Context: an optimization exercise on an open-source flow, tuned for small area, a short achievable clock period and few clock cycles. The choices shown serve that exercise and are no tape-out recipe. Function was checked by simulation only, so behaviour that the tests miss may differ from the original.

<file path="design.v">
module tbcrc_unit (
    input  wire        clk,
    input  wire        rst,
    input  wire        in_valid,
    output wire        in_ready,
    input  wire        in_first,
    input  wire        in_last,
    input  wire        in_combine,
    input  wire [1:0]  in_poly,
    input  wire [2:0]  in_nbytes,
    input  wire [63:0] in_data,
    output reg         out_valid,
    output reg  [23:0] out_crc
);
    function [23:0] tab_a(input [1:0] sel, input [6:0] idx);
        case ({sel, idx})
            {2'd0, 7'd1}: tab_a = 24'h000002;
            {2'd0, 7'd2}: tab_a = 24'h000004;
            {2'd0, 7'd3}: tab_a = 24'h000008;
            {2'd0, 7'd4}: tab_a = 24'h000010;
            {2'd0, 7'd5}: tab_a = 24'h000020;
            {2'd0, 7'd6}: tab_a = 24'h000040;
            {2'd0, 7'd7}: tab_a = 24'h000080;
            {2'd0, 7'd8}: tab_a = 24'h000100;
            {2'd0, 7'd9}: tab_a = 24'h000200;
            {2'd0, 7'd10}: tab_a = 24'h000400;
            {2'd0, 7'd11}: tab_a = 24'h000800;
            {2'd0, 7'd12}: tab_a = 24'h001000;
            {2'd0, 7'd13}: tab_a = 24'h002000;
            {2'd0, 7'd14}: tab_a = 24'h004000;
            {2'd0, 7'd15}: tab_a = 24'h008000;
            {2'd0, 7'd16}: tab_a = 24'h010000;
            {2'd0, 7'd17}: tab_a = 24'h020000;
            {2'd0, 7'd18}: tab_a = 24'h040000;
            {2'd0, 7'd19}: tab_a = 24'h080000;
            {2'd0, 7'd20}: tab_a = 24'h100000;
            {2'd0, 7'd21}: tab_a = 24'h200000;
            {2'd0, 7'd22}: tab_a = 24'h400000;
            {2'd0, 7'd23}: tab_a = 24'h800000;
            {2'd0, 7'd24}: tab_a = 24'h864cfb;
            {2'd0, 7'd25}: tab_a = 24'h8ad50d;
            {2'd0, 7'd26}: tab_a = 24'h93e6e1;
            {2'd0, 7'd27}: tab_a = 24'ha18139;
            {2'd0, 7'd28}: tab_a = 24'hc54e89;
            {2'd0, 7'd29}: tab_a = 24'h0cd1e9;
            {2'd0, 7'd30}: tab_a = 24'h19a3d2;
            {2'd0, 7'd31}: tab_a = 24'h3347a4;
            {2'd0, 7'd65}: tab_a = 24'hde2e52;
            {2'd0, 7'd66}: tab_a = 24'h37a1ae;
            {2'd0, 7'd67}: tab_a = 24'hab3d85;
            {2'd0, 7'd68}: tab_a = 24'h85c31e;
            {2'd0, 7'd69}: tab_a = 24'h437eb7;
            {2'd0, 7'd70}: tab_a = 24'h3713ab;
            {2'd0, 7'd71}: tab_a = 24'hb12c5c;
            {2'd0, 7'd72}: tab_a = 24'h000002;
            {2'd0, 7'd73}: tab_a = 24'h3a105f;
            {2'd0, 7'd74}: tab_a = 24'h6f435c;
            {2'd0, 7'd75}: tab_a = 24'hd037f1;
            {2'd0, 7'd76}: tab_a = 24'h8dcac7;
            {2'd0, 7'd77}: tab_a = 24'h86fd6e;
            {2'd0, 7'd78}: tab_a = 24'h6e2756;
            {2'd0, 7'd79}: tab_a = 24'he41443;
            {2'd0, 7'd80}: tab_a = 24'h000004;
            {2'd0, 7'd81}: tab_a = 24'h7420be;
            {2'd0, 7'd82}: tab_a = 24'hde86b8;
            {2'd0, 7'd83}: tab_a = 24'h262319;
            {2'd0, 7'd84}: tab_a = 24'h9dd975;
            {2'd0, 7'd85}: tab_a = 24'h8bb627;
            {2'd0, 7'd86}: tab_a = 24'hdc4eac;
            {2'd0, 7'd87}: tab_a = 24'h4e647d;
            {2'd0, 7'd88}: tab_a = 24'h000008;
            {2'd0, 7'd89}: tab_a = 24'he8417c;
            {2'd0, 7'd90}: tab_a = 24'h3b418b;
            {2'd0, 7'd91}: tab_a = 24'h4c4632;
            {2'd0, 7'd92}: tab_a = 24'hbdfe11;
            {2'd0, 7'd93}: tab_a = 24'h9120b5;
            {2'd0, 7'd94}: tab_a = 24'h3ed1a3;
            {2'd0, 7'd95}: tab_a = 24'h9cc8fa;
            {2'd1, 7'd1}: tab_a = 24'h000002;
            {2'd1, 7'd2}: tab_a = 24'h000004;
            {2'd1, 7'd3}: tab_a = 24'h000008;
            {2'd1, 7'd4}: tab_a = 24'h000010;
            {2'd1, 7'd5}: tab_a = 24'h000020;
            {2'd1, 7'd6}: tab_a = 24'h000040;
            {2'd1, 7'd7}: tab_a = 24'h000080;
            {2'd1, 7'd8}: tab_a = 24'h000100;
            {2'd1, 7'd9}: tab_a = 24'h000200;
            {2'd1, 7'd10}: tab_a = 24'h000400;
            {2'd1, 7'd11}: tab_a = 24'h000800;
            {2'd1, 7'd12}: tab_a = 24'h001000;
            {2'd1, 7'd13}: tab_a = 24'h002000;
            {2'd1, 7'd14}: tab_a = 24'h004000;
            {2'd1, 7'd15}: tab_a = 24'h008000;
            {2'd1, 7'd16}: tab_a = 24'h010000;
            {2'd1, 7'd17}: tab_a = 24'h020000;
            {2'd1, 7'd18}: tab_a = 24'h040000;
            {2'd1, 7'd19}: tab_a = 24'h080000;
            {2'd1, 7'd20}: tab_a = 24'h100000;
            {2'd1, 7'd21}: tab_a = 24'h200000;
            {2'd1, 7'd22}: tab_a = 24'h400000;
            {2'd1, 7'd23}: tab_a = 24'h800000;
            {2'd1, 7'd24}: tab_a = 24'h800063;
            {2'd1, 7'd25}: tab_a = 24'h8000a5;
            {2'd1, 7'd26}: tab_a = 24'h800129;
            {2'd1, 7'd27}: tab_a = 24'h800231;
            {2'd1, 7'd28}: tab_a = 24'h800401;
            {2'd1, 7'd29}: tab_a = 24'h800861;
            {2'd1, 7'd30}: tab_a = 24'h8010a1;
            {2'd1, 7'd31}: tab_a = 24'h802121;
            {2'd1, 7'd65}: tab_a = 24'h84022d;
            {2'd1, 7'd66}: tab_a = 24'h002050;
            {2'd1, 7'd67}: tab_a = 24'h8102a3;
            {2'd1, 7'd68}: tab_a = 24'h801029;
            {2'd1, 7'd69}: tab_a = 24'h00c0e0;
            {2'd1, 7'd70}: tab_a = 24'h040204;
            {2'd1, 7'd71}: tab_a = 24'h203030;
            {2'd1, 7'd72}: tab_a = 24'h000002;
            {2'd1, 7'd73}: tab_a = 24'h880439;
            {2'd1, 7'd74}: tab_a = 24'h0040a0;
            {2'd1, 7'd75}: tab_a = 24'h820525;
            {2'd1, 7'd76}: tab_a = 24'h802031;
            {2'd1, 7'd77}: tab_a = 24'h0181c0;
            {2'd1, 7'd78}: tab_a = 24'h080408;
            {2'd1, 7'd79}: tab_a = 24'h406060;
            {2'd1, 7'd80}: tab_a = 24'h000004;
            {2'd1, 7'd81}: tab_a = 24'h900811;
            {2'd1, 7'd82}: tab_a = 24'h008140;
            {2'd1, 7'd83}: tab_a = 24'h840a29;
            {2'd1, 7'd84}: tab_a = 24'h804001;
            {2'd1, 7'd85}: tab_a = 24'h030380;
            {2'd1, 7'd86}: tab_a = 24'h100810;
            {2'd1, 7'd87}: tab_a = 24'h80c0c0;
            {2'd1, 7'd88}: tab_a = 24'h000008;
            {2'd1, 7'd89}: tab_a = 24'ha01041;
            {2'd1, 7'd90}: tab_a = 24'h010280;
            {2'd1, 7'd91}: tab_a = 24'h881431;
            {2'd1, 7'd92}: tab_a = 24'h808061;
            {2'd1, 7'd93}: tab_a = 24'h060700;
            {2'd1, 7'd94}: tab_a = 24'h201020;
            {2'd1, 7'd95}: tab_a = 24'h8181e3;
            {2'd2, 7'd1}: tab_a = 24'h000002;
            {2'd2, 7'd2}: tab_a = 24'h000004;
            {2'd2, 7'd3}: tab_a = 24'h000008;
            {2'd2, 7'd4}: tab_a = 24'h000010;
            {2'd2, 7'd5}: tab_a = 24'h000020;
            {2'd2, 7'd6}: tab_a = 24'h000040;
            {2'd2, 7'd7}: tab_a = 24'h000080;
            {2'd2, 7'd8}: tab_a = 24'h000100;
            {2'd2, 7'd9}: tab_a = 24'h000200;
            {2'd2, 7'd10}: tab_a = 24'h000400;
            {2'd2, 7'd11}: tab_a = 24'h000800;
            {2'd2, 7'd12}: tab_a = 24'h001000;
            {2'd2, 7'd13}: tab_a = 24'h002000;
            {2'd2, 7'd14}: tab_a = 24'h004000;
            {2'd2, 7'd15}: tab_a = 24'h008000;
            {2'd2, 7'd16}: tab_a = 24'h010000;
            {2'd2, 7'd17}: tab_a = 24'h020000;
            {2'd2, 7'd18}: tab_a = 24'h040000;
            {2'd2, 7'd19}: tab_a = 24'h080000;
            {2'd2, 7'd20}: tab_a = 24'h100000;
            {2'd2, 7'd21}: tab_a = 24'h200000;
            {2'd2, 7'd22}: tab_a = 24'h400000;
            {2'd2, 7'd23}: tab_a = 24'h800000;
            {2'd2, 7'd24}: tab_a = 24'hb2b117;
            {2'd2, 7'd25}: tab_a = 24'hd7d339;
            {2'd2, 7'd26}: tab_a = 24'h1d1765;
            {2'd2, 7'd27}: tab_a = 24'h3a2eca;
            {2'd2, 7'd28}: tab_a = 24'h745d94;
            {2'd2, 7'd29}: tab_a = 24'he8bb28;
            {2'd2, 7'd30}: tab_a = 24'h63c747;
            {2'd2, 7'd31}: tab_a = 24'hc78e8e;
            {2'd2, 7'd65}: tab_a = 24'hbad9f4;
            {2'd2, 7'd66}: tab_a = 24'he5d061;
            {2'd2, 7'd67}: tab_a = 24'h86a6ba;
            {2'd2, 7'd68}: tab_a = 24'he7be3f;
            {2'd2, 7'd69}: tab_a = 24'hfeb2b0;
            {2'd2, 7'd70}: tab_a = 24'h1ae221;
            {2'd2, 7'd71}: tab_a = 24'h85d02c;
            {2'd2, 7'd72}: tab_a = 24'h2c55b6;
            {2'd2, 7'd73}: tab_a = 24'h448a8d;
            {2'd2, 7'd74}: tab_a = 24'hcd85ad;
            {2'd2, 7'd75}: tab_a = 24'h03e6de;
            {2'd2, 7'd76}: tab_a = 24'h7405de;
            {2'd2, 7'd77}: tab_a = 24'hbc9f88;
            {2'd2, 7'd78}: tab_a = 24'h1e44f4;
            {2'd2, 7'd79}: tab_a = 24'h39d4bf;
            {2'd2, 7'd80}: tab_a = 24'h031561;
            {2'd2, 7'd81}: tab_a = 24'h54f6ae;
            {2'd2, 7'd82}: tab_a = 24'h23883b;
            {2'd2, 7'd83}: tab_a = 24'h67d470;
            {2'd2, 7'd84}: tab_a = 24'h5b1c84;
            {2'd2, 7'd85}: tab_a = 24'h03bb94;
            {2'd2, 7'd86}: tab_a = 24'hd5c0c5;
            {2'd2, 7'd87}: tab_a = 24'h9b811e;
            {2'd2, 7'd88}: tab_a = 24'hf27c54;
            {2'd2, 7'd89}: tab_a = 24'hc5d631;
            {2'd2, 7'd90}: tab_a = 24'hcc8a17;
            {2'd2, 7'd91}: tab_a = 24'hfebefb;
            {2'd2, 7'd92}: tab_a = 24'ha12673;
            {2'd2, 7'd93}: tab_a = 24'hc84d39;
            {2'd2, 7'd94}: tab_a = 24'h46b9f6;
            {2'd2, 7'd95}: tab_a = 24'hd5686d;
            {2'd3, 7'd1}: tab_a = 24'h000002;
            {2'd3, 7'd2}: tab_a = 24'h000004;
            {2'd3, 7'd3}: tab_a = 24'h000008;
            {2'd3, 7'd4}: tab_a = 24'h000010;
            {2'd3, 7'd5}: tab_a = 24'h000020;
            {2'd3, 7'd6}: tab_a = 24'h000040;
            {2'd3, 7'd7}: tab_a = 24'h000080;
            {2'd3, 7'd8}: tab_a = 24'h000100;
            {2'd3, 7'd9}: tab_a = 24'h000200;
            {2'd3, 7'd10}: tab_a = 24'h000400;
            {2'd3, 7'd11}: tab_a = 24'h000800;
            {2'd3, 7'd12}: tab_a = 24'h001000;
            {2'd3, 7'd13}: tab_a = 24'h002000;
            {2'd3, 7'd14}: tab_a = 24'h004000;
            {2'd3, 7'd15}: tab_a = 24'h008000;
            {2'd3, 7'd16}: tab_a = 24'h010000;
            {2'd3, 7'd17}: tab_a = 24'h020000;
            {2'd3, 7'd18}: tab_a = 24'h040000;
            {2'd3, 7'd19}: tab_a = 24'h080000;
            {2'd3, 7'd20}: tab_a = 24'h100000;
            {2'd3, 7'd21}: tab_a = 24'h200000;
            {2'd3, 7'd22}: tab_a = 24'h400000;
            {2'd3, 7'd23}: tab_a = 24'h800000;
            {2'd3, 7'd24}: tab_a = 24'h102100;
            {2'd3, 7'd25}: tab_a = 24'h204200;
            {2'd3, 7'd26}: tab_a = 24'h408400;
            {2'd3, 7'd27}: tab_a = 24'h810800;
            {2'd3, 7'd28}: tab_a = 24'h123100;
            {2'd3, 7'd29}: tab_a = 24'h246200;
            {2'd3, 7'd30}: tab_a = 24'h48c400;
            {2'd3, 7'd31}: tab_a = 24'h918800;
            {2'd3, 7'd65}: tab_a = 24'h333100;
            {2'd3, 7'd66}: tab_a = 24'h45a000;
            {2'd3, 7'd67}: tab_a = 24'h6f4500;
            {2'd3, 7'd68}: tab_a = 24'h7b6100;
            {2'd3, 7'd69}: tab_a = 24'hf03100;
            {2'd3, 7'd70}: tab_a = 24'h6dd800;
            {2'd3, 7'd71}: tab_a = 24'hac6100;
            {2'd3, 7'd72}: tab_a = 24'h091f00;
            {2'd3, 7'd73}: tab_a = 24'h9c2500;
            {2'd3, 7'd74}: tab_a = 24'he49b00;
            {2'd3, 7'd75}: tab_a = 24'hc6d300;
            {2'd3, 7'd76}: tab_a = 24'ha8f900;
            {2'd3, 7'd77}: tab_a = 24'h127600;
            {2'd3, 7'd78}: tab_a = 24'h9c6700;
            {2'd3, 7'd79}: tab_a = 24'h975600;
            {2'd3, 7'd80}: tab_a = 24'h7bdc00;
            {2'd3, 7'd81}: tab_a = 24'h4c9f00;
            {2'd3, 7'd82}: tab_a = 24'h75a600;
            {2'd3, 7'd83}: tab_a = 24'hf10c00;
            {2'd3, 7'd84}: tab_a = 24'h9c9800;
            {2'd3, 7'd85}: tab_a = 24'h583500;
            {2'd3, 7'd86}: tab_a = 24'hdead00;
            {2'd3, 7'd87}: tab_a = 24'hf59400;
            {2'd3, 7'd88}: tab_a = 24'h87f100;
            {2'd3, 7'd89}: tab_a = 24'h587700;
            {2'd3, 7'd90}: tab_a = 24'had6000;
            {2'd3, 7'd91}: tab_a = 24'h489b00;
            {2'd3, 7'd92}: tab_a = 24'h639700;
            {2'd3, 7'd93}: tab_a = 24'h3fa700;
            {2'd3, 7'd94}: tab_a = 24'hc00b00;
            {2'd3, 7'd95}: tab_a = 24'h435500;
            default: tab_a = 24'h000001;
        endcase
    endfunction
    function [23:0] tab_b(input [1:0] sel, input [6:0] idx);
        case ({sel, idx})
            {2'd0, 7'd1}: tab_b = 24'h668f48;
            {2'd0, 7'd2}: tab_b = 24'h36eb3d;
            {2'd0, 7'd3}: tab_b = 24'h295c35;
            {2'd0, 7'd4}: tab_b = 24'h6243da;
            {2'd0, 7'd5}: tab_b = 24'h084f97;
            {2'd0, 7'd6}: tab_b = 24'hb22b31;
            {2'd0, 7'd7}: tab_b = 24'h6cb4d6;
            {2'd0, 7'd8}: tab_b = 24'hcb800e;
            {2'd0, 7'd9}: tab_b = 24'hc4152c;
            {2'd0, 7'd10}: tab_b = 24'hd15ed7;
            {2'd0, 7'd11}: tab_b = 24'hd7ecee;
            {2'd0, 7'd12}: tab_b = 24'h01cd94;
            {2'd0, 7'd13}: tab_b = 24'h82ee2c;
            {2'd0, 7'd14}: tab_b = 24'h3b20e3;
            {2'd0, 7'd15}: tab_b = 24'hf79053;
            {2'd0, 7'd16}: tab_b = 24'h7db43e;
            {2'd0, 7'd17}: tab_b = 24'h891b39;
            {2'd0, 7'd18}: tab_b = 24'hb937a7;
            {2'd0, 7'd19}: tab_b = 24'hbee5bb;
            {2'd0, 7'd20}: tab_b = 24'had6d98;
            {2'd0, 7'd21}: tab_b = 24'h43c948;
            {2'd0, 7'd22}: tab_b = 24'hc8d7a6;
            {2'd0, 7'd23}: tab_b = 24'h1ddd91;
            {2'd0, 7'd24}: tab_b = 24'heb2303;
            {2'd0, 7'd25}: tab_b = 24'he237e7;
            {2'd0, 7'd26}: tab_b = 24'hc9da18;
            {2'd0, 7'd27}: tab_b = 24'h5ce0c3;
            {2'd0, 7'd28}: tab_b = 24'hade6ba;
            {2'd0, 7'd29}: tab_b = 24'hfea372;
            {2'd0, 7'd30}: tab_b = 24'hce8435;
            {2'd0, 7'd31}: tab_b = 24'hadf0bd;
            {2'd0, 7'd64}: tab_b = 24'h8309d7;
            {2'd0, 7'd67}: tab_b = 24'h000001;
            {2'd0, 7'd68}: tab_b = 24'h000100;
            {2'd0, 7'd69}: tab_b = 24'h010000;
            {2'd0, 7'd70}: tab_b = 24'h864cfb;
            {2'd0, 7'd71}: tab_b = 24'h668f48;
            {2'd1, 7'd1}: tab_b = 24'h804221;
            {2'd1, 7'd2}: tab_b = 24'h040420;
            {2'd1, 7'd3}: tab_b = 24'h000052;
            {2'd1, 7'd4}: tab_b = 24'h942421;
            {2'd1, 7'd5}: tab_b = 24'hc94223;
            {2'd1, 7'd6}: tab_b = 24'h001104;
            {2'd1, 7'd7}: tab_b = 24'h630908;
            {2'd1, 7'd8}: tab_b = 24'h562108;
            {2'd1, 7'd9}: tab_b = 24'h057348;
            {2'd1, 7'd10}: tab_b = 24'h34c72c;
            {2'd1, 7'd11}: tab_b = 24'hc61491;
            {2'd1, 7'd12}: tab_b = 24'h810073;
            {2'd1, 7'd13}: tab_b = 24'h943425;
            {2'd1, 7'd14}: tab_b = 24'h684b0a;
            {2'd1, 7'd15}: tab_b = 24'hd21125;
            {2'd1, 7'd16}: tab_b = 24'h662840;
            {2'd1, 7'd17}: tab_b = 24'hc6e32d;
            {2'd1, 7'd18}: tab_b = 24'h81770b;
            {2'd1, 7'd19}: tab_b = 24'ha4c35f;
            {2'd1, 7'd20}: tab_b = 24'h5b30b2;
            {2'd1, 7'd21}: tab_b = 24'hc85655;
            {2'd1, 7'd22}: tab_b = 24'h356c4a;
            {2'd1, 7'd23}: tab_b = 24'h494203;
            {2'd1, 7'd24}: tab_b = 24'h005304;
            {2'd1, 7'd25}: tab_b = 24'he70d09;
            {2'd1, 7'd26}: tab_b = 24'hd6217b;
            {2'd1, 7'd27}: tab_b = 24'h115748;
            {2'd1, 7'd28}: tab_b = 24'h7d852e;
            {2'd1, 7'd29}: tab_b = 24'h4605b4;
            {2'd1, 7'd30}: tab_b = 24'h62095a;
            {2'd1, 7'd31}: tab_b = 24'h42150c;
            {2'd1, 7'd64}: tab_b = 24'hc20021;
            {2'd1, 7'd67}: tab_b = 24'h000001;
            {2'd1, 7'd68}: tab_b = 24'h000100;
            {2'd1, 7'd69}: tab_b = 24'h010000;
            {2'd1, 7'd70}: tab_b = 24'h800063;
            {2'd1, 7'd71}: tab_b = 24'h804221;
            {2'd2, 7'd1}: tab_b = 24'h3dac0b;
            {2'd2, 7'd2}: tab_b = 24'h62a59e;
            {2'd2, 7'd3}: tab_b = 24'h86a6ba;
            {2'd2, 7'd4}: tab_b = 24'h60cbc0;
            {2'd2, 7'd5}: tab_b = 24'h79c74f;
            {2'd2, 7'd6}: tab_b = 24'h1ae221;
            {2'd2, 7'd7}: tab_b = 24'h02a5d3;
            {2'd2, 7'd8}: tab_b = 24'hab2049;
            {2'd2, 7'd9}: tab_b = 24'h448a8d;
            {2'd2, 7'd10}: tab_b = 24'h4af052;
            {2'd2, 7'd11}: tab_b = 24'h849321;
            {2'd2, 7'd12}: tab_b = 24'h7405de;
            {2'd2, 7'd13}: tab_b = 24'h3bea77;
            {2'd2, 7'd14}: tab_b = 24'h99310b;
            {2'd2, 7'd15}: tab_b = 24'h39d4bf;
            {2'd2, 7'd16}: tab_b = 24'h84609e;
            {2'd2, 7'd17}: tab_b = 24'hd38351;
            {2'd2, 7'd18}: tab_b = 24'h23883b;
            {2'd2, 7'd19}: tab_b = 24'he0a18f;
            {2'd2, 7'd20}: tab_b = 24'hdc697b;
            {2'd2, 7'd21}: tab_b = 24'h03bb94;
            {2'd2, 7'd22}: tab_b = 24'h52b53a;
            {2'd2, 7'd23}: tab_b = 24'h1cf4e1;
            {2'd2, 7'd24}: tab_b = 24'hf27c54;
            {2'd2, 7'd25}: tab_b = 24'h42a3ce;
            {2'd2, 7'd26}: tab_b = 24'h4bffe8;
            {2'd2, 7'd27}: tab_b = 24'hfebefb;
            {2'd2, 7'd28}: tab_b = 24'h26538c;
            {2'd2, 7'd29}: tab_b = 24'h4f38c6;
            {2'd2, 7'd30}: tab_b = 24'h46b9f6;
            {2'd2, 7'd31}: tab_b = 24'h521d92;
            {2'd2, 7'd64}: tab_b = 24'ha56504;
            {2'd2, 7'd67}: tab_b = 24'h000001;
            {2'd2, 7'd68}: tab_b = 24'h000100;
            {2'd2, 7'd69}: tab_b = 24'h010000;
            {2'd2, 7'd70}: tab_b = 24'hb2b117;
            {2'd2, 7'd71}: tab_b = 24'h3dac0b;
            {2'd3, 7'd1}: tab_b = 24'h333100;
            {2'd3, 7'd2}: tab_b = 24'h45a000;
            {2'd3, 7'd3}: tab_b = 24'h6f4500;
            {2'd3, 7'd4}: tab_b = 24'h7b6100;
            {2'd3, 7'd5}: tab_b = 24'hf03100;
            {2'd3, 7'd6}: tab_b = 24'h6dd800;
            {2'd3, 7'd7}: tab_b = 24'hac6100;
            {2'd3, 7'd8}: tab_b = 24'h091f00;
            {2'd3, 7'd9}: tab_b = 24'h9c2500;
            {2'd3, 7'd10}: tab_b = 24'he49b00;
            {2'd3, 7'd11}: tab_b = 24'hc6d300;
            {2'd3, 7'd12}: tab_b = 24'ha8f900;
            {2'd3, 7'd13}: tab_b = 24'h127600;
            {2'd3, 7'd14}: tab_b = 24'h9c6700;
            {2'd3, 7'd15}: tab_b = 24'h975600;
            {2'd3, 7'd16}: tab_b = 24'h7bdc00;
            {2'd3, 7'd17}: tab_b = 24'h4c9f00;
            {2'd3, 7'd18}: tab_b = 24'h75a600;
            {2'd3, 7'd19}: tab_b = 24'hf10c00;
            {2'd3, 7'd20}: tab_b = 24'h9c9800;
            {2'd3, 7'd21}: tab_b = 24'h583500;
            {2'd3, 7'd22}: tab_b = 24'hdead00;
            {2'd3, 7'd23}: tab_b = 24'hf59400;
            {2'd3, 7'd24}: tab_b = 24'h87f100;
            {2'd3, 7'd25}: tab_b = 24'h587700;
            {2'd3, 7'd26}: tab_b = 24'had6000;
            {2'd3, 7'd27}: tab_b = 24'h489b00;
            {2'd3, 7'd28}: tab_b = 24'h639700;
            {2'd3, 7'd29}: tab_b = 24'h3fa700;
            {2'd3, 7'd30}: tab_b = 24'hc00b00;
            {2'd3, 7'd31}: tab_b = 24'h435500;
            {2'd3, 7'd64}: tab_b = 24'h373000;
            {2'd3, 7'd67}: tab_b = 24'h000001;
            {2'd3, 7'd68}: tab_b = 24'h000100;
            {2'd3, 7'd69}: tab_b = 24'h010000;
            {2'd3, 7'd70}: tab_b = 24'h102100;
            {2'd3, 7'd71}: tab_b = 24'h333100;
            default: tab_b = 24'h000001;
        endcase
    endfunction
    function [23:0] tab_n(input [1:0] sel, input [2:0] idx);
        case ({sel, idx})
            {2'd0, 3'd0}: tab_n = 24'h36eb3d;
            {2'd0, 3'd1}: tab_n = 24'h000100;
            {2'd0, 3'd2}: tab_n = 24'h010000;
            {2'd0, 3'd3}: tab_n = 24'h864cfb;
            {2'd0, 3'd4}: tab_n = 24'h668f48;
            {2'd0, 3'd5}: tab_n = 24'h8309d7;
            {2'd0, 3'd6}: tab_n = 24'h360952;
            {2'd0, 3'd7}: tab_n = 24'hd9fe8c;
            {2'd1, 3'd0}: tab_n = 24'h040420;
            {2'd1, 3'd1}: tab_n = 24'h000100;
            {2'd1, 3'd2}: tab_n = 24'h010000;
            {2'd1, 3'd3}: tab_n = 24'h800063;
            {2'd1, 3'd4}: tab_n = 24'h804221;
            {2'd1, 3'd5}: tab_n = 24'hc20021;
            {2'd1, 3'd6}: tab_n = 24'h801025;
            {2'd1, 3'd7}: tab_n = 24'h900421;
            {2'd2, 3'd0}: tab_n = 24'h62a59e;
            {2'd2, 3'd1}: tab_n = 24'h000100;
            {2'd2, 3'd2}: tab_n = 24'h010000;
            {2'd2, 3'd3}: tab_n = 24'hb2b117;
            {2'd2, 3'd4}: tab_n = 24'h3dac0b;
            {2'd2, 3'd5}: tab_n = 24'ha56504;
            {2'd2, 3'd6}: tab_n = 24'he597d4;
            {2'd2, 3'd7}: tab_n = 24'h748093;
            {2'd3, 3'd0}: tab_n = 24'h45a000;
            {2'd3, 3'd1}: tab_n = 24'h000100;
            {2'd3, 3'd2}: tab_n = 24'h010000;
            {2'd3, 3'd3}: tab_n = 24'h102100;
            {2'd3, 3'd4}: tab_n = 24'h333100;
            {2'd3, 3'd5}: tab_n = 24'h373000;
            {2'd3, 3'd6}: tab_n = 24'h76b400;
            {2'd3, 3'd7}: tab_n = 24'haa5100;
            default: tab_n = 24'h000001;
        endcase
    endfunction
    function [23:0] frob10(input [23:0] x, input [1:0] sel);
        reg [23:0] r0, r1, r2, r3;
        begin
            r0 = 24'd0;
            r0 = r0 ^ ({24{x[0]}} & 24'h000001);
            r0 = r0 ^ ({24{x[1]}} & 24'hdef23c);
            r0 = r0 ^ ({24{x[2]}} & 24'h3d145a);
            r0 = r0 ^ ({24{x[3]}} & 24'he020f2);
            r0 = r0 ^ ({24{x[4]}} & 24'hc5bf56);
            r0 = r0 ^ ({24{x[5]}} & 24'hd2713b);
            r0 = r0 ^ ({24{x[6]}} & 24'h4af9d4);
            r0 = r0 ^ ({24{x[7]}} & 24'hc59986);
            r0 = r0 ^ ({24{x[8]}} & 24'h11e898);
            r0 = r0 ^ ({24{x[9]}} & 24'h60d642);
            r0 = r0 ^ ({24{x[10]}} & 24'h1121ba);
            r0 = r0 ^ ({24{x[11]}} & 24'hd2fb9a);
            r0 = r0 ^ ({24{x[12]}} & 24'h442a88);
            r0 = r0 ^ ({24{x[13]}} & 24'h0fc7be);
            r0 = r0 ^ ({24{x[14]}} & 24'h965f79);
            r0 = r0 ^ ({24{x[15]}} & 24'h368c22);
            r0 = r0 ^ ({24{x[16]}} & 24'heacc65);
            r0 = r0 ^ ({24{x[17]}} & 24'h446835);
            r0 = r0 ^ ({24{x[18]}} & 24'h595fbc);
            r0 = r0 ^ ({24{x[19]}} & 24'h605bc6);
            r0 = r0 ^ ({24{x[20]}} & 24'h77253a);
            r0 = r0 ^ ({24{x[21]}} & 24'h77d3f5);
            r0 = r0 ^ ({24{x[22]}} & 24'h4cc669);
            r0 = r0 ^ ({24{x[23]}} & 24'hd9b3a4);
            r1 = 24'd0;
            r1 = r1 ^ ({24{x[0]}} & 24'h000001);
            r1 = r1 ^ ({24{x[1]}} & 24'hed3863);
            r1 = r1 ^ ({24{x[2]}} & 24'h7cf204);
            r1 = r1 ^ ({24{x[3]}} & 24'h147704);
            r1 = r1 ^ ({24{x[4]}} & 24'hfab491);
            r1 = r1 ^ ({24{x[5]}} & 24'h9afd17);
            r1 = r1 ^ ({24{x[6]}} & 24'hd3255b);
            r1 = r1 ^ ({24{x[7]}} & 24'hcdc4b9);
            r1 = r1 ^ ({24{x[8]}} & 24'hebdda1);
            r1 = r1 ^ ({24{x[9]}} & 24'hc96301);
            r1 = r1 ^ ({24{x[10]}} & 24'h0298fe);
            r1 = r1 ^ ({24{x[11]}} & 24'h795018);
            r1 = r1 ^ ({24{x[12]}} & 24'hf25f65);
            r1 = r1 ^ ({24{x[13]}} & 24'h7fb0c2);
            r1 = r1 ^ ({24{x[14]}} & 24'h24b6e8);
            r1 = r1 ^ ({24{x[15]}} & 24'hfb9aaf);
            r1 = r1 ^ ({24{x[16]}} & 24'he89f89);
            r1 = r1 ^ ({24{x[17]}} & 24'h8bc075);
            r1 = r1 ^ ({24{x[18]}} & 24'hb5c201);
            r1 = r1 ^ ({24{x[19]}} & 24'hf91845);
            r1 = r1 ^ ({24{x[20]}} & 24'hc14db7);
            r1 = r1 ^ ({24{x[21]}} & 24'h90230f);
            r1 = r1 ^ ({24{x[22]}} & 24'hfac649);
            r1 = r1 ^ ({24{x[23]}} & 24'h1afd37);
            r2 = 24'd0;
            r2 = r2 ^ ({24{x[0]}} & 24'h000001);
            r2 = r2 ^ ({24{x[1]}} & 24'hefccce);
            r2 = r2 ^ ({24{x[2]}} & 24'hdaa210);
            r2 = r2 ^ ({24{x[3]}} & 24'h401871);
            r2 = r2 ^ ({24{x[4]}} & 24'h82950d);
            r2 = r2 ^ ({24{x[5]}} & 24'h2f54e9);
            r2 = r2 ^ ({24{x[6]}} & 24'h4909a5);
            r2 = r2 ^ ({24{x[7]}} & 24'h754dba);
            r2 = r2 ^ ({24{x[8]}} & 24'h0fa3d8);
            r2 = r2 ^ ({24{x[9]}} & 24'h6e56e4);
            r2 = r2 ^ ({24{x[10]}} & 24'hc91813);
            r2 = r2 ^ ({24{x[11]}} & 24'he4c031);
            r2 = r2 ^ ({24{x[12]}} & 24'hee1ce8);
            r2 = r2 ^ ({24{x[13]}} & 24'h6f61fa);
            r2 = r2 ^ ({24{x[14]}} & 24'hfb99db);
            r2 = r2 ^ ({24{x[15]}} & 24'he705b4);
            r2 = r2 ^ ({24{x[16]}} & 24'h26669a);
            r2 = r2 ^ ({24{x[17]}} & 24'h699cf4);
            r2 = r2 ^ ({24{x[18]}} & 24'h4b19fa);
            r2 = r2 ^ ({24{x[19]}} & 24'h3fee33);
            r2 = r2 ^ ({24{x[20]}} & 24'h648d1e);
            r2 = r2 ^ ({24{x[21]}} & 24'h4a2ab1);
            r2 = r2 ^ ({24{x[22]}} & 24'h68b223);
            r2 = r2 ^ ({24{x[23]}} & 24'hdb3a3c);
            r3 = 24'd0;
            r3 = r3 ^ ({24{x[0]}} & 24'h000001);
            r3 = r3 ^ ({24{x[1]}} & 24'h407e00);
            r3 = r3 ^ ({24{x[2]}} & 24'h55f700);
            r3 = r3 ^ ({24{x[3]}} & 24'h449200);
            r3 = r3 ^ ({24{x[4]}} & 24'h5b4100);
            r3 = r3 ^ ({24{x[5]}} & 24'h5c0400);
            r3 = r3 ^ ({24{x[6]}} & 24'h1cf500);
            r3 = r3 ^ ({24{x[7]}} & 24'hae0500);
            r3 = r3 ^ ({24{x[8]}} & 24'h955b00);
            r3 = r3 ^ ({24{x[9]}} & 24'h125400);
            r3 = r3 ^ ({24{x[10]}} & 24'h6aec00);
            r3 = r3 ^ ({24{x[11]}} & 24'h24f200);
            r3 = r3 ^ ({24{x[12]}} & 24'h22df00);
            r3 = r3 ^ ({24{x[13]}} & 24'h8e5100);
            r3 = r3 ^ ({24{x[14]}} & 24'h121600);
            r3 = r3 ^ ({24{x[15]}} & 24'h67c900);
            r3 = r3 ^ ({24{x[16]}} & 24'h5dcf00);
            r3 = r3 ^ ({24{x[17]}} & 24'hd2da00);
            r3 = r3 ^ ({24{x[18]}} & 24'he9e400);
            r3 = r3 ^ ({24{x[19]}} & 24'hb60000);
            r3 = r3 ^ ({24{x[20]}} & 24'h14da00);
            r3 = r3 ^ ({24{x[21]}} & 24'he43200);
            r3 = r3 ^ ({24{x[22]}} & 24'hd1e300);
            r3 = r3 ^ ({24{x[23]}} & 24'h3ada00);
            case (sel)
                2'd0: frob10 = r0;
                2'd1: frob10 = r1;
                2'd2: frob10 = r2;
                default: frob10 = r3;
            endcase
        end
    endfunction
    function [23:0] reduce_hi(input [22:0] x, input [1:0] sel);
        reg [23:0] r0, r1, r2, r3;
        begin
            r0 = 24'd0;
            r0 = r0 ^ ({24{x[0]}} & 24'h864cfb);
            r0 = r0 ^ ({24{x[1]}} & 24'h8ad50d);
            r0 = r0 ^ ({24{x[2]}} & 24'h93e6e1);
            r0 = r0 ^ ({24{x[3]}} & 24'ha18139);
            r0 = r0 ^ ({24{x[4]}} & 24'hc54e89);
            r0 = r0 ^ ({24{x[5]}} & 24'h0cd1e9);
            r0 = r0 ^ ({24{x[6]}} & 24'h19a3d2);
            r0 = r0 ^ ({24{x[7]}} & 24'h3347a4);
            r0 = r0 ^ ({24{x[8]}} & 24'h668f48);
            r0 = r0 ^ ({24{x[9]}} & 24'hcd1e90);
            r0 = r0 ^ ({24{x[10]}} & 24'h1c71db);
            r0 = r0 ^ ({24{x[11]}} & 24'h38e3b6);
            r0 = r0 ^ ({24{x[12]}} & 24'h71c76c);
            r0 = r0 ^ ({24{x[13]}} & 24'he38ed8);
            r0 = r0 ^ ({24{x[14]}} & 24'h41514b);
            r0 = r0 ^ ({24{x[15]}} & 24'h82a296);
            r0 = r0 ^ ({24{x[16]}} & 24'h8309d7);
            r0 = r0 ^ ({24{x[17]}} & 24'h805f55);
            r0 = r0 ^ ({24{x[18]}} & 24'h86f251);
            r0 = r0 ^ ({24{x[19]}} & 24'h8ba859);
            r0 = r0 ^ ({24{x[20]}} & 24'h911c49);
            r0 = r0 ^ ({24{x[21]}} & 24'ha47469);
            r0 = r0 ^ ({24{x[22]}} & 24'hcea429);
            r1 = 24'd0;
            r1 = r1 ^ ({24{x[0]}} & 24'h800063);
            r1 = r1 ^ ({24{x[1]}} & 24'h8000a5);
            r1 = r1 ^ ({24{x[2]}} & 24'h800129);
            r1 = r1 ^ ({24{x[3]}} & 24'h800231);
            r1 = r1 ^ ({24{x[4]}} & 24'h800401);
            r1 = r1 ^ ({24{x[5]}} & 24'h800861);
            r1 = r1 ^ ({24{x[6]}} & 24'h8010a1);
            r1 = r1 ^ ({24{x[7]}} & 24'h802121);
            r1 = r1 ^ ({24{x[8]}} & 24'h804221);
            r1 = r1 ^ ({24{x[9]}} & 24'h808421);
            r1 = r1 ^ ({24{x[10]}} & 24'h810821);
            r1 = r1 ^ ({24{x[11]}} & 24'h821021);
            r1 = r1 ^ ({24{x[12]}} & 24'h842021);
            r1 = r1 ^ ({24{x[13]}} & 24'h884021);
            r1 = r1 ^ ({24{x[14]}} & 24'h908021);
            r1 = r1 ^ ({24{x[15]}} & 24'ha10021);
            r1 = r1 ^ ({24{x[16]}} & 24'hc20021);
            r1 = r1 ^ ({24{x[17]}} & 24'h040021);
            r1 = r1 ^ ({24{x[18]}} & 24'h080042);
            r1 = r1 ^ ({24{x[19]}} & 24'h100084);
            r1 = r1 ^ ({24{x[20]}} & 24'h200108);
            r1 = r1 ^ ({24{x[21]}} & 24'h400210);
            r1 = r1 ^ ({24{x[22]}} & 24'h800420);
            r2 = 24'd0;
            r2 = r2 ^ ({24{x[0]}} & 24'hb2b117);
            r2 = r2 ^ ({24{x[1]}} & 24'hd7d339);
            r2 = r2 ^ ({24{x[2]}} & 24'h1d1765);
            r2 = r2 ^ ({24{x[3]}} & 24'h3a2eca);
            r2 = r2 ^ ({24{x[4]}} & 24'h745d94);
            r2 = r2 ^ ({24{x[5]}} & 24'he8bb28);
            r2 = r2 ^ ({24{x[6]}} & 24'h63c747);
            r2 = r2 ^ ({24{x[7]}} & 24'hc78e8e);
            r2 = r2 ^ ({24{x[8]}} & 24'h3dac0b);
            r2 = r2 ^ ({24{x[9]}} & 24'h7b5816);
            r2 = r2 ^ ({24{x[10]}} & 24'hf6b02c);
            r2 = r2 ^ ({24{x[11]}} & 24'h5fd14f);
            r2 = r2 ^ ({24{x[12]}} & 24'hbfa29e);
            r2 = r2 ^ ({24{x[13]}} & 24'hcdf42b);
            r2 = r2 ^ ({24{x[14]}} & 24'h295941);
            r2 = r2 ^ ({24{x[15]}} & 24'h52b282);
            r2 = r2 ^ ({24{x[16]}} & 24'ha56504);
            r2 = r2 ^ ({24{x[17]}} & 24'hf87b1f);
            r2 = r2 ^ ({24{x[18]}} & 24'h424729);
            r2 = r2 ^ ({24{x[19]}} & 24'h848e52);
            r2 = r2 ^ ({24{x[20]}} & 24'hbbadb3);
            r2 = r2 ^ ({24{x[21]}} & 24'hc5ea71);
            r2 = r2 ^ ({24{x[22]}} & 24'h3965f5);
            r3 = 24'd0;
            r3 = r3 ^ ({24{x[0]}} & 24'h102100);
            r3 = r3 ^ ({24{x[1]}} & 24'h204200);
            r3 = r3 ^ ({24{x[2]}} & 24'h408400);
            r3 = r3 ^ ({24{x[3]}} & 24'h810800);
            r3 = r3 ^ ({24{x[4]}} & 24'h123100);
            r3 = r3 ^ ({24{x[5]}} & 24'h246200);
            r3 = r3 ^ ({24{x[6]}} & 24'h48c400);
            r3 = r3 ^ ({24{x[7]}} & 24'h918800);
            r3 = r3 ^ ({24{x[8]}} & 24'h333100);
            r3 = r3 ^ ({24{x[9]}} & 24'h666200);
            r3 = r3 ^ ({24{x[10]}} & 24'hccc400);
            r3 = r3 ^ ({24{x[11]}} & 24'h89a900);
            r3 = r3 ^ ({24{x[12]}} & 24'h037300);
            r3 = r3 ^ ({24{x[13]}} & 24'h06e600);
            r3 = r3 ^ ({24{x[14]}} & 24'h0dcc00);
            r3 = r3 ^ ({24{x[15]}} & 24'h1b9800);
            r3 = r3 ^ ({24{x[16]}} & 24'h373000);
            r3 = r3 ^ ({24{x[17]}} & 24'h6e6000);
            r3 = r3 ^ ({24{x[18]}} & 24'hdcc000);
            r3 = r3 ^ ({24{x[19]}} & 24'ha9a100);
            r3 = r3 ^ ({24{x[20]}} & 24'h436300);
            r3 = r3 ^ ({24{x[21]}} & 24'h86c600);
            r3 = r3 ^ ({24{x[22]}} & 24'h1dad00);
            case (sel)
                2'd0: reduce_hi = r0;
                2'd1: reduce_hi = r1;
                2'd2: reduce_hi = r2;
                default: reduce_hi = r3;
            endcase
        end
    endfunction
    function [23:0] datacrc(input [15:0] x, input [1:0] sel);
        reg [23:0] r0, r1, r2, r3;
        begin
            r0 = 24'd0;
            r0 = r0 ^ ({24{x[0]}} & 24'h864cfb);
            r0 = r0 ^ ({24{x[1]}} & 24'h8ad50d);
            r0 = r0 ^ ({24{x[2]}} & 24'h93e6e1);
            r0 = r0 ^ ({24{x[3]}} & 24'ha18139);
            r0 = r0 ^ ({24{x[4]}} & 24'hc54e89);
            r0 = r0 ^ ({24{x[5]}} & 24'h0cd1e9);
            r0 = r0 ^ ({24{x[6]}} & 24'h19a3d2);
            r0 = r0 ^ ({24{x[7]}} & 24'h3347a4);
            r0 = r0 ^ ({24{x[8]}} & 24'h668f48);
            r0 = r0 ^ ({24{x[9]}} & 24'hcd1e90);
            r0 = r0 ^ ({24{x[10]}} & 24'h1c71db);
            r0 = r0 ^ ({24{x[11]}} & 24'h38e3b6);
            r0 = r0 ^ ({24{x[12]}} & 24'h71c76c);
            r0 = r0 ^ ({24{x[13]}} & 24'he38ed8);
            r0 = r0 ^ ({24{x[14]}} & 24'h41514b);
            r0 = r0 ^ ({24{x[15]}} & 24'h82a296);
            r1 = 24'd0;
            r1 = r1 ^ ({24{x[0]}} & 24'h800063);
            r1 = r1 ^ ({24{x[1]}} & 24'h8000a5);
            r1 = r1 ^ ({24{x[2]}} & 24'h800129);
            r1 = r1 ^ ({24{x[3]}} & 24'h800231);
            r1 = r1 ^ ({24{x[4]}} & 24'h800401);
            r1 = r1 ^ ({24{x[5]}} & 24'h800861);
            r1 = r1 ^ ({24{x[6]}} & 24'h8010a1);
            r1 = r1 ^ ({24{x[7]}} & 24'h802121);
            r1 = r1 ^ ({24{x[8]}} & 24'h804221);
            r1 = r1 ^ ({24{x[9]}} & 24'h808421);
            r1 = r1 ^ ({24{x[10]}} & 24'h810821);
            r1 = r1 ^ ({24{x[11]}} & 24'h821021);
            r1 = r1 ^ ({24{x[12]}} & 24'h842021);
            r1 = r1 ^ ({24{x[13]}} & 24'h884021);
            r1 = r1 ^ ({24{x[14]}} & 24'h908021);
            r1 = r1 ^ ({24{x[15]}} & 24'ha10021);
            r2 = 24'd0;
            r2 = r2 ^ ({24{x[0]}} & 24'hb2b117);
            r2 = r2 ^ ({24{x[1]}} & 24'hd7d339);
            r2 = r2 ^ ({24{x[2]}} & 24'h1d1765);
            r2 = r2 ^ ({24{x[3]}} & 24'h3a2eca);
            r2 = r2 ^ ({24{x[4]}} & 24'h745d94);
            r2 = r2 ^ ({24{x[5]}} & 24'he8bb28);
            r2 = r2 ^ ({24{x[6]}} & 24'h63c747);
            r2 = r2 ^ ({24{x[7]}} & 24'hc78e8e);
            r2 = r2 ^ ({24{x[8]}} & 24'h3dac0b);
            r2 = r2 ^ ({24{x[9]}} & 24'h7b5816);
            r2 = r2 ^ ({24{x[10]}} & 24'hf6b02c);
            r2 = r2 ^ ({24{x[11]}} & 24'h5fd14f);
            r2 = r2 ^ ({24{x[12]}} & 24'hbfa29e);
            r2 = r2 ^ ({24{x[13]}} & 24'hcdf42b);
            r2 = r2 ^ ({24{x[14]}} & 24'h295941);
            r2 = r2 ^ ({24{x[15]}} & 24'h52b282);
            r3 = 24'd0;
            r3 = r3 ^ ({24{x[0]}} & 24'h102100);
            r3 = r3 ^ ({24{x[1]}} & 24'h204200);
            r3 = r3 ^ ({24{x[2]}} & 24'h408400);
            r3 = r3 ^ ({24{x[3]}} & 24'h810800);
            r3 = r3 ^ ({24{x[4]}} & 24'h123100);
            r3 = r3 ^ ({24{x[5]}} & 24'h246200);
            r3 = r3 ^ ({24{x[6]}} & 24'h48c400);
            r3 = r3 ^ ({24{x[7]}} & 24'h918800);
            r3 = r3 ^ ({24{x[8]}} & 24'h333100);
            r3 = r3 ^ ({24{x[9]}} & 24'h666200);
            r3 = r3 ^ ({24{x[10]}} & 24'hccc400);
            r3 = r3 ^ ({24{x[11]}} & 24'h89a900);
            r3 = r3 ^ ({24{x[12]}} & 24'h037300);
            r3 = r3 ^ ({24{x[13]}} & 24'h06e600);
            r3 = r3 ^ ({24{x[14]}} & 24'h0dcc00);
            r3 = r3 ^ ({24{x[15]}} & 24'h1b9800);
            case (sel)
                2'd0: datacrc = r0;
                2'd1: datacrc = r1;
                2'd2: datacrc = r2;
                default: datacrc = r3;
            endcase
        end
    endfunction
    function [14:0] clmul8(input [7:0] x, input [7:0] y);
        integer i;
        begin
            clmul8 = 15'd0;
            for (i = 0; i < 8; i = i + 1)
                if (y[i])
                    clmul8 = clmul8 ^ ({7'd0, x} << i);
        end
    endfunction
    function [46:0] clmul24(input [23:0] a, input [23:0] b);
        reg [14:0] p0, p1, p2, p01, p12, p02;
        begin
            p0  = clmul8(a[7:0],   b[7:0]);
            p1  = clmul8(a[15:8],  b[15:8]);
            p2  = clmul8(a[23:16], b[23:16]);
            p01 = clmul8(a[7:0] ^ a[15:8],  b[7:0] ^ b[15:8])  ^ p0 ^ p1;
            p12 = clmul8(a[15:8] ^ a[23:16], b[15:8] ^ b[23:16]) ^ p1 ^ p2;
            p02 = clmul8(a[7:0] ^ a[23:16], b[7:0] ^ b[23:16]) ^ p0 ^ p2 ^ p1;
            clmul24 = {32'd0, p0} ^ ({32'd0, p01} << 8) ^ ({32'd0, p02} << 16)
                    ^ ({32'd0, p12} << 24) ^ ({32'd0, p2} << 32);
        end
    endfunction
    function [23:0] mulmod(input [23:0] a, input [23:0] b, input [1:0] sel);
        reg [46:0] prod;
        begin
            prod = clmul24(a, b);
            mulmod = prod[23:0] ^ reduce_hi(prod[46:24], sel);
        end
    endfunction
    reg        r_v;
    reg        r_first, r_last, r_comb;
    reg [1:0]  r_poly;
    reg [2:0]  r_nb;
    reg [63:0] r_d;
    reg [1:0]  done;       
    reg [1:0]  sel;        
    reg        rdy;
    wire [23:0] len = r_d[55:32];
    wire [1:0]  cur_sel = r_first ? r_poly : sel;
    wire [2:0]  r_nz = {|len[23:20], |len[19:10], |len[9:0]};
    wire [2:0]  rem_p = r_nz & {1'b1, ~done};
    wire        pk0 = rem_p[0];
    wire        pk1 = ~rem_p[0] & rem_p[1];
    wire        pk2 = ~rem_p[0] & ~rem_p[1] & rem_p[2];
    wire        more = (rem_p[0] & rem_p[1]) | (rem_p[0] & rem_p[2]) | (rem_p[1] & rem_p[2]);
    wire        fin = r_first | ~r_comb | ~more;    
    wire        a_free = rdy;            
    assign in_ready = rdy;
    wire [2:0]  in_nz   = {|in_data[55:52], |in_data[51:42], |in_data[41:32]};
    wire        in_le1  = ~((in_nz[0] & in_nz[1]) | (in_nz[0] & in_nz[2]) | (in_nz[1] & in_nz[2]));
    wire [2:0]  rem_n   = rem_p & ~{pk2, pk1, pk0};
    wire        rem_le1 = ~((rem_n[0] & rem_n[1]) | (rem_n[0] & rem_n[2]) | (rem_n[1] & rem_n[2]));
    wire        rdy_n   = a_free ? (~in_valid | in_first | ~in_combine | in_le1)
                                 : (r_first | ~r_comb | rem_le1);
    wire [6:0] ia = pk0     ? {2'd0, len[4:0]} :
                    pk1     ? {2'd0, len[14:10]} :
                    pk2     ? {2'd2, 1'b0, len[23:20]} : 7'd0;
    wire [6:0] ib = ~r_comb ? {2'd2, 2'b00, r_nb} :
                    pk0     ? {2'd0, len[9:5]} :
                    pk1     ? {2'd0, len[19:15]} : 7'd0;
    wire [3:0]  nby = {r_nb == 3'd0, r_nb};
    wire [23:0] ud  = r_d[63:40] & ((nby == 4'd1) ? 24'hFF0000 : (nby == 4'd2) ? 24'hFFFF00 : 24'hFFFFFF);
    wire [23:0] dm  = r_d[39:16] & ((nby <= 4'd3) ? 24'h000000 : (nby == 4'd4) ? 24'hFF0000 :
                                    (nby == 4'd5) ? 24'hFFFF00 : 24'hFFFFFF);
    wire [15:0] dl  = (nby == 4'd8) ? r_d[15:0] : (nby == 4'd7) ? {8'd0, r_d[15:8]} : 16'd0;
    wire [23:0] vd  = datacrc(dl, cur_sel);
    wire [23:0] vr  = (cur_sel == 2'd3) ? {r_d[15:0], 8'd0} : r_d[23:0];
    reg        b_v, b_first, b_fin, b_last, b_comb, b_f10;
    reg [2:0]  b_nb;
    reg [1:0]  b_sel;
    reg [23:0] b_ta, b_tb, b_v24, b_u;
    wire [23:0] bm = mulmod(b_ta, b_tb, b_sel);
    reg        c_v, c_first, c_fin, c_last;
    reg [1:0]  c_sel;
    reg [23:0] c_p, c_v24, c_u;
    reg [23:0] acc;
    wire [23:0] prod = mulmod((c_first ? 24'd0 : acc) ^ c_u, c_p, c_sel);
    wire [23:0] res  = c_fin ? (prod ^ c_v24) : prod;
    always @(posedge clk) begin
        if (a_free) begin
            r_first <= in_first;
            r_last  <= in_last;
            r_comb  <= in_combine;
            r_poly  <= in_poly;
            r_nb    <= in_nbytes;
            r_d     <= in_data;
        end
        if (r_v)
            sel <= cur_sel;
        b_first <= r_first;
        b_fin   <= fin;
        b_last  <= r_last & fin;
        b_sel   <= cur_sel;
        b_comb  <= r_comb;
        b_f10   <= pk1;
        b_nb    <= r_nb;
        b_ta    <= r_comb ? tab_a(cur_sel, ia) : dm;
        b_tb    <= tab_b(cur_sel, ib);
        b_v24   <= r_comb ? vr : vd;
        b_u     <= r_comb ? 24'd0 : ud;
        c_first <= b_first;
        c_fin   <= b_fin;
        c_last  <= b_last;
        c_sel   <= b_sel;
        c_p     <= ~b_comb ? tab_n(b_sel, b_nb) : b_f10 ? frob10(bm, b_sel) : bm;
        c_v24   <= b_comb ? b_v24 : (bm ^ b_v24);
        c_u     <= b_u;
        if (c_v)
            acc <= res;
        out_crc <= (c_sel == 2'd3) ? {8'd0, res[23:8]} : res;
        if (rst) begin
            r_v       <= 1'b0;
            rdy       <= 1'b1;
            done      <= 2'd0;
            b_v       <= 1'b0;
            c_v       <= 1'b0;
            out_valid <= 1'b0;
        end else begin
            if (a_free)
                r_v <= in_valid;
            rdy <= rdy_n;
            b_v       <= r_v;
            c_v       <= b_v;
            out_valid <= c_v & c_last;
            if (a_free)
                done <= 2'd0;
            else
                done <= done | {pk1, pk0};
        end
    end
endmodule
</file>
<file path="run.sh">
#!/bin/bash
# synth_recipe.tcl (not shown) runs the flow's synth.tcl, then flattens the netlist and writes it again
# the make line also repeats each setting of config.mk as NAME=value (left out here)
make -C /OpenROAD-flow-scripts/flow DESIGN_CONFIG=/design/flow/config.mk WORK_HOME=/design/flow/orfs CLKGATE_MAP_FILE= SYNTH_SCRIPT=/design/flow/synth_recipe.tcl finish
</file>
<file path="config.mk">
export PLATFORM = sky130hd
export DESIGN_NAME = tbcrc_unit
export DESIGN_NICKNAME = tbcrc_unit
export VERILOG_FILES = /design/flow/design.v
export SDC_FILE = /design/flow/constraint.sdc
export NUM_CORES = 4
export LEC_CHECK = 0
export CAP_MARGIN = 20
export CORE_MARGIN = 2
export CORE_UTILIZATION = 30
export PLACE_DENSITY = 0.5
export SLEW_MARGIN = 20
export SYNTH_MEMORY_MAX_BITS = 65536
</file>
<file path="constraint.sdc">
create_clock -name core_clock -period 44.0 [get_ports {clk}]
set_input_delay 8.8000 -clock core_clock [delete_from_list [all_inputs] [get_ports {clk}]]
set_output_delay 8.8000 -clock core_clock [all_outputs]
set_load 0.01 [all_outputs]
</file>
==> results of run 1 <==
==> sequential cells by signal (all words and copies together) (netlist names), 2 cells and up, named ones only <==
| register | flops |
|---|---|
| r_nb | 3 |
| sel | 2 |
| out_crc | 24 |
| b_sel | 2 |
| done | 2 |
| c_p | 24 |
| b_tb | 24 |
| b_ta | 24 |
| r_d | 64 |
| c_u | 24 |
| b_v24 | 24 |
| b_u | 24 |
| acc | 24 |
| r_poly | 2 |
| c_v24 | 24 |
| c_sel | 2 |
==> per-layer routing <==
layer  up-vias  GRT usage (%)  share of wire (%)
met2      2775           40.6                 45
met5         -              0             0.0048
met4         2           10.1                4.9
li1      19800              -                  -
met3       553           3.39                8.9
met1     21300           33.8                 41
==> per-stage QoR <==
step / hold WS (ps) / instance area (um2) / setup WS, ps
2_1_floorplan: 310 / 46900 / 33220
6_report: 286 / 52000 / 33390
3_3_place_gp: 312 / 50500 / 33500
3_5_place_dp: 312 / 50500 / 33540
4_1_cts: 294 / 51900 / 33330
5_1_grt: 302 / 52000 / 33300
==> layout make-up <==
| cell class | instances | area (um2) |
|---|---|---|
| sequential | 333 | 7650 |
| multi-input combinational | 5191 | 37700 |
| clock buffer | 58 | 1240 |
| clock inverter | 15 | 193 |
| inverter | 38 | 145 |
| timing repair buffer | 290 | 2440 |
| fill | 16500 | 104000 |
| tap | 2058 | 2570 |
==> path summary, 6_finish.rpt <==
| kind | startpoint | to | slack, ps | cells past startpoint |
|---|---|---|---|---|
| min | b_u[18] | c_u[18] | 290 | 0 |
| min reg2reg | b_u[18] | c_u[18] | 290 | 0 |
| max | rdy | in_ready | 33390 | 1 |
| max reg2reg | b_tb[22] | c_p[5] | 36300 | 20 |
==> cell usage after synthesis (13+ instances only) <==
library cell  count  area [um2]
buf_2            53         265
a32oi_1          13         114
xor3_1           15         357
xnor3_1         112        2520
nor2_1          652        2450
edfxtp_1         98        2940
xor2_1          570        4990
nand2b_1         40         250
nand3_1          74         370
ha_1             43         538
and2_1           29         181
a221oi_1         44         385
mux2i_1          13         130
a22o_1           18         158
clkbuf_1        262         983
nand2_1         841        3160
a21oi_1         294        1470
xnor2_1        1464       12800
dfxtp_1         235        4700
mux4_2           14         315
nor3_1           60         300
o211ai_1         34         255
a211oi_1         59         443
inv_1            29         109
o22ai_1          70         438
buf_1            77         289
buf_4            14         105
a31oi_1          72         450
o21ai_0         275        1380
a311oi_1         19         166
o221ai_1         44         385
a22oi_1          21         158
nor2b_1          16         100
o311ai_0         17         149
xnor2_2          56         911
nor3b_1          16         120
==> cell families after synthesis <==
logic type | after synthesis
muxes | 32
adders and majority gates | 45
and+or+nand+nor | 1771
buffers and inverters | 446
DFF | 333
AOI/OAI and AO/OA | 1100
xor gates and xnor gates | 2243
==> flow_summary_export.csv, run 1 <==
group,metric,value,unit
floorplan,core_area,156000,um2
timing,slew_headroom,11.7,%
placed_design,port_buffers,100,
timing,period_share,24.1,%
run_status,status,"complete, no violations",
synth,synth-edff-count,98,
detailed_routing,wl,208000,um
synth,synth_warnings,1,
global_route,grt_first_pass_wirelength,302000,um
synth,ys_ff_latch,333,
critical_path,critical_path.max_stage_delay,620,ps
floorplan,fp-row-count,145,
floorplan,die_h,399,um
timing,skew,54.6,ps
timing,hold_viol,0,
timing,setup_tns,0,ps
synth,synth_compound_area_share,14.9,%
layout,nets,6012,
critical_path,path_buf_inv,1,
detailed_routing,drt_iter0_markers,6122,
floorplan,pin_count,101,
timing,fin_crit,10610,ps
synth,synthFlopType,"dfxtp_1",
critical_path,worstSetupStartpointType,"flop",
layout,utilization,33.3,%
synth,synth_cells,5970,
placed_design,dp_hpwl,150000,um
detailed_routing,first_pass_iters,8,
critical_path,worstSetupPathType,"reg2out",
synth,synth_simple_gate_area_share,15.4,%
min_path,hold_class,"reg2reg",
synth,ys_async_sr_fraction,0,%
layout,stdcell_count,7983,
critical_path,crit_required,35200,ps
clock_tree,clock-root-buffer,"clkbuf_16",
clock_tree,cts_tree,"done",
synth,synth_top_family_by_area,"XOR/XNOR gates",
synth,syn-num-nets,6088,
timing,fmax,94.3,MHz
synth,synth_xor_area_share,47.3,%
detailed_routing,viasPerCell,5.57,
synth,seq_area_frac_synth,16.3,%
clock_tree,cts_resized,0,
synth,yosysUniqueCellTypes,85,
detailed_routing,vias,44500,
clock_tree,clkTransAtPathRegs,60,ps
floorplan,die_area,160000,um2
placed_design,dp.cells,7909,
timing,slew_violations,0,
global_route,antenna_found_initial,5,
timing,worst_pin_slew,1320,ps
run,maxCapViolCount,0,
synth,syn_area,46900,um2
floorplan,die_x,399,um
placed_design,globalplace.congestion,1.00,
detailed_routing,drcViolationCount,0,
clock_tree,clk_latency,610,ps
critical_path,crit_slowest_cell,"clkdlybuf4s50_1",
clock_tree,hold_buffers,0,
layout,synthToLayoutAreaGrowth,10.8,%
clock_tree,cts.path.max_buffers,3,
synth,postSynthAreaPerCell,7.86,um2
timing,setup_viol,0,
clock_tree,cts.sinks,333,
detailed_routing,wire_per_inst,26.0,um
layout,drive_above_1_share,6.92,%
synth,synth_mux_area_share,1.07,%
timing,rsz0062_at_grt,"no",
clock_tree,post_cts_buffers,0,
layout,final_cell_mix,"xnor2_1 (1448), nand2_1 (840), nor2_1 (649)",
clock_tree,htree_levels,2,
layout,final_common_cell,"xnor2_1",
global_route,grt_pass1_vias,42300,
critical_path,worstSetupEndpointType,"output pin",
global_route,grt-ovfl-total,0,
global_route,grtUsageTotal,25.2,%
layout,diodes,0,
critical_path,path_cells,"clkdlybuf4s50_1",
floorplan,start_util,30.1,%
critical_path,cp.arrival,1810,ps
critical_path,worstPathMaxFanout,21,
detailed_routing,drtAntennaViolNets,0,
synth,yosys.area_share.adder,1.19,%
critical_path,crit_family,"buffers and inverters",
clock_tree,cts_made_buffers,40,
global_route,grt_start_max_net_pins,124,
Testbench counts, summed over its fixed seeds: cycles 8,834.
==> run 2, diff against run 1 <==
--- a/design.v
+++ b/design.v
@@ -800,3 +800,3 @@
     wire        fin = r_first | ~r_comb | ~more;    
-    wire        a_free = rdy;            
+    wire        a_free = ~r_v | fin;     
     assign in_ready = rdy;
==> flow/run.sh (new file) <==
#!/bin/bash
# Layout: the standard flow (standard.sh), unchanged except that the
# buffers it puts on every input and output port are buf_2 cells instead of
# the cell buffer_ports picks by itself (a slow clkdlybuf4s50_1).
# The full output of the flow goes to standard_flow.log; ORFS keeps each
# tool's own log under orfs/logs/.
set -euo pipefail
cd "$(dirname "$0")/.."
bash standard.sh 'BUFFER_PORTS_ARGS=-buffer_cell sky130_fd_sc_hd__buf_2' finish > standard_flow.log 2>&1
==> standard.sh (new file) <==
#!/bin/bash
# synth_recipe.tcl (not shown) runs the flow's synth.tcl, then flattens the netlist and writes it again
# the make line also repeats each setting of config.mk as NAME=value (left out here)
make -C /OpenROAD-flow-scripts/flow DESIGN_CONFIG=/design/flow/config.mk WORK_HOME=/design/flow/orfs CLKGATE_MAP_FILE= SYNTH_SCRIPT=/design/flow/synth_recipe.tcl "${@:-finish}"
removed: run.sh
==> run 2 against run 1 <==
Net effect: clock skew shrank 10 ps; register-to-register slack lost 400 ps; global-route usage grew 0.13 points; worst hold slack gained 37 ps; clock-buffer cell count shrank 5; sequential share of layout area shrank 0.051 points; critical path depth grew 6; via count grew 0.81%; cell area grew 0.30%; still clean on timing, DRC and antenna; sequential cell count is the same.
==> flow_summary_export.csv, run 2 <==
group,metric,value,unit
detailed_routing,viasPerCell,5.65,
floorplan,fp-row-count,146,
clock_tree,htree_levels,2,
critical_path,worstSetupEndpointType,"flop",
timing,fin_crit,9920,ps
critical_path,crit_required,44540,ps
floorplan,core_area,158000,um2
detailed_routing,vias,44800,
detailed_routing,drt_iter0_markers,5958,
layout,final_common_cell,"xnor2_1",
global_route,grt_pass1_vias,42600,
clock_tree,cts.path.max_buffers,3,
placed_design,port_buffers,100,
synth,synth_cells,5939,
critical_path,path_cells,"buf_2, nor4_2, nand3_1, maj3_1, nand4b_1, a21oi_1, o21ai_0",
global_route,grt_first_pass_wirelength,307000,um
layout,stdcell_count,7938,
detailed_routing,drtAntennaViolNets,0,
run,maxCapViolCount,0,
timing,worst_pin_slew,1230,ps
synth,postSynthAreaPerCell,8.05,um2
layout,synthToLayoutAreaGrowth,9.05,%
timing,setup_viol,0,
synth,syn-num-nets,6057,
synth,yosysUniqueCellTypes,85,
synth,seq_area_frac_synth,16.0,%
clock_tree,post_cts_buffers,0,
clock_tree,clk_latency,630,ps
timing,fmax,101,MHz
clock_tree,cts_made_buffers,40,
layout,seq_area,7650,um2
floorplan,start_util,30.2,%
layout,utilization,32.9,%
global_route,grt-ovfl-total,0,
timing,setup_tns,0,ps
synth,synth_top_area_share,25.3,%
global_route,grt_start_max_net_pins,151,
clock_tree,cts_tree,"done",
layout,diodes,0,
placed_design,globalplace.congestion,0.997,
clock_tree,hold_buffers,0,
floorplan,pin_count,101,
run_status,status,"complete, no violations",
timing,slew_violations,0,
detailed_routing,wl,214000,um
placed_design,dp.cells,7864,
synth,synth_most_common_cell,"xnor2_1",
detailed_routing,first_pass_iters,8,
synth,synthFlopType,"dfxtp_1",
synth,synth-edff-count,98,
placed_design,dp_hpwl,154000,um
critical_path,cp.arrival,10460,ps
layout,nets,5952,
layout,regMostFlops,"r_d",
synth,ys_ff_latch,333,
timing,period_share,22.5,%
min_path,hold_class,"reg2reg",
layout,largest_reg_flops,64,
floorplan,die_x,403,um
clock_tree,clock-root-buffer,"clkbuf_16",
detailed_routing,drcViolationCount,0,
synth,post-synth-top-area-cell,"xnor2_1",
synth,synthTopCellsByCount,"xnor2_1 (1382), nand2_1 (828), nor2_1 (618), xor2_1 (502), a21oi_1 (295)",
critical_path,worstSetupPathType,"in2reg",
timing,slew_headroom,18.0,%
synth,synth_area_leaders,"xnor2_1 (25%), dfxtp_1 (9.8%), xor2_1 (9.2%)",
layout,multiInputGateArea,38600,um2
floorplan,die_h,403,um
clock_tree,cts_resized,0,
critical_path,crit_slowest_cell,"nor4_2",
global_route,antenna_found_initial,3,
clock_tree,cts.sinks,333,
layout,drive_above_1_share,8.44,%
detailed_routing,wire_per_inst,27.0,um
critical_path,worstSetupStartpointType,"primary input",
layout,final_cell_mix,"xnor2_1 (1371), nand2_1 (825), nor2_1 (613)",
clock_tree,clkTransAtPathRegs,60,ps
synth,synth_warnings,1,
critical_path,worstPathMaxFanout,2,
critical_path,critical_path.max_stage_delay,590,ps
synth,ys_async_sr_fraction,0,%
global_route,grtUsageTotal,25.3,%
floorplan,die_area,163000,um2
timing,skew,44.2,ps
synth,syn_area,47800,um2
layout,fill_cells,16800,
timing,hold_viol,0,
timing,rsz0062_at_grt,"no",
[run 2: critical path, delay by kind of cell]
family | cells | cell delay (ps)
adder cells (fa/ha/maj) | 1 | 400
AO/OA/AOI/OAI | 2 | 210
buffers and inverters | 1 | 110
AND/OR/NAND/NOR | 3 | 930
[run 2: final timing paths]
| check | startpoint | end | slack (ps) | cells after the start |
|---|---|---|---|---|
| worst max-delay path | in_data[37] | rdy | 34080 | 7 |
| worst min-delay path | b_u[14] | c_u[14] | 320 | 0 |
| worst max register to register | b_ta[22] | c_p[1] | 35900 | 16 |
| worst min register to register | b_u[14] | c_u[14] | 320 | 0 |
[run 2: through the flow]
stage,cell area [um2],setup WS [ps],hold slack [ps]
CTS,52100,33850,324
floorplan,47800,34000,310
global placement,50700,33150,314
finish,52100,34080,323
detailed placement,50700,33210,312
global route,52100,33780,331
[run 2: logic make-up (layout without fill, tap and decap cells)]
logic type,Yosys count,after routing,synth area share [%]
fa+ha+maj,44,44,1.15
buf+inv,459,386,3.86
mux,41,41,1.30
simple gates,1773,1773,15.3
xor+xnor,2163,2163,47.4
flops,333,333,16.0
compound gates,1126,1126,14.9
[run 2: cell type report]
class | instances | area share, %
multi-input cells | 5147 | 74.0
flip-flops and latches | 333 | 14.7
well taps | 2072 | 4.97
repair buffers | 273 | 3.48
clock buffers | 53 | 2.13
clock inverters | 21 | 0.473
inverters | 39 | 0.283
[run 2: metal layers]
layer	part of all wire, %	global-route usage [%]
met5	0.0061	0
met2	44	39.5
met1	41	33.9
met3	9.1	3.56
met4	6.0	12.8
Testbench counts of run 2, summed over its fixed seeds: cycles 8,834.

what the ideal ports hide:
In the flow no input, the clock included, has a driving cell. The finished layouts below were timed again as built, in two steps. Step 1: set_driving_cell puts a clkbuf_16 on clk and a buf_2 on each other input, an assumption about the parent block. Step 2, shift: input delay + t, output delay - t, t = (earliest + latest rising clock arrival at the registers) / 2. This alone moves slack from input paths to output paths. Three values: ideal, step 1, step 2; two values: the first two.
run | t, ns | slack for setup (ns) | clock arrival spread, ns
run 1 | 0.651 | 33.394 / 33.329 / 33.459 | 0.058 / 0.057
run 2 | 0.692 | 34.081 / 34.056 / 33.455 | 0.044 / 0.045
After both steps every run listed still meets setup and hold. For run 2, which loses most, drivers alone change the setup slack by -0.025 ns; drivers and shift together by -0.626 ns.
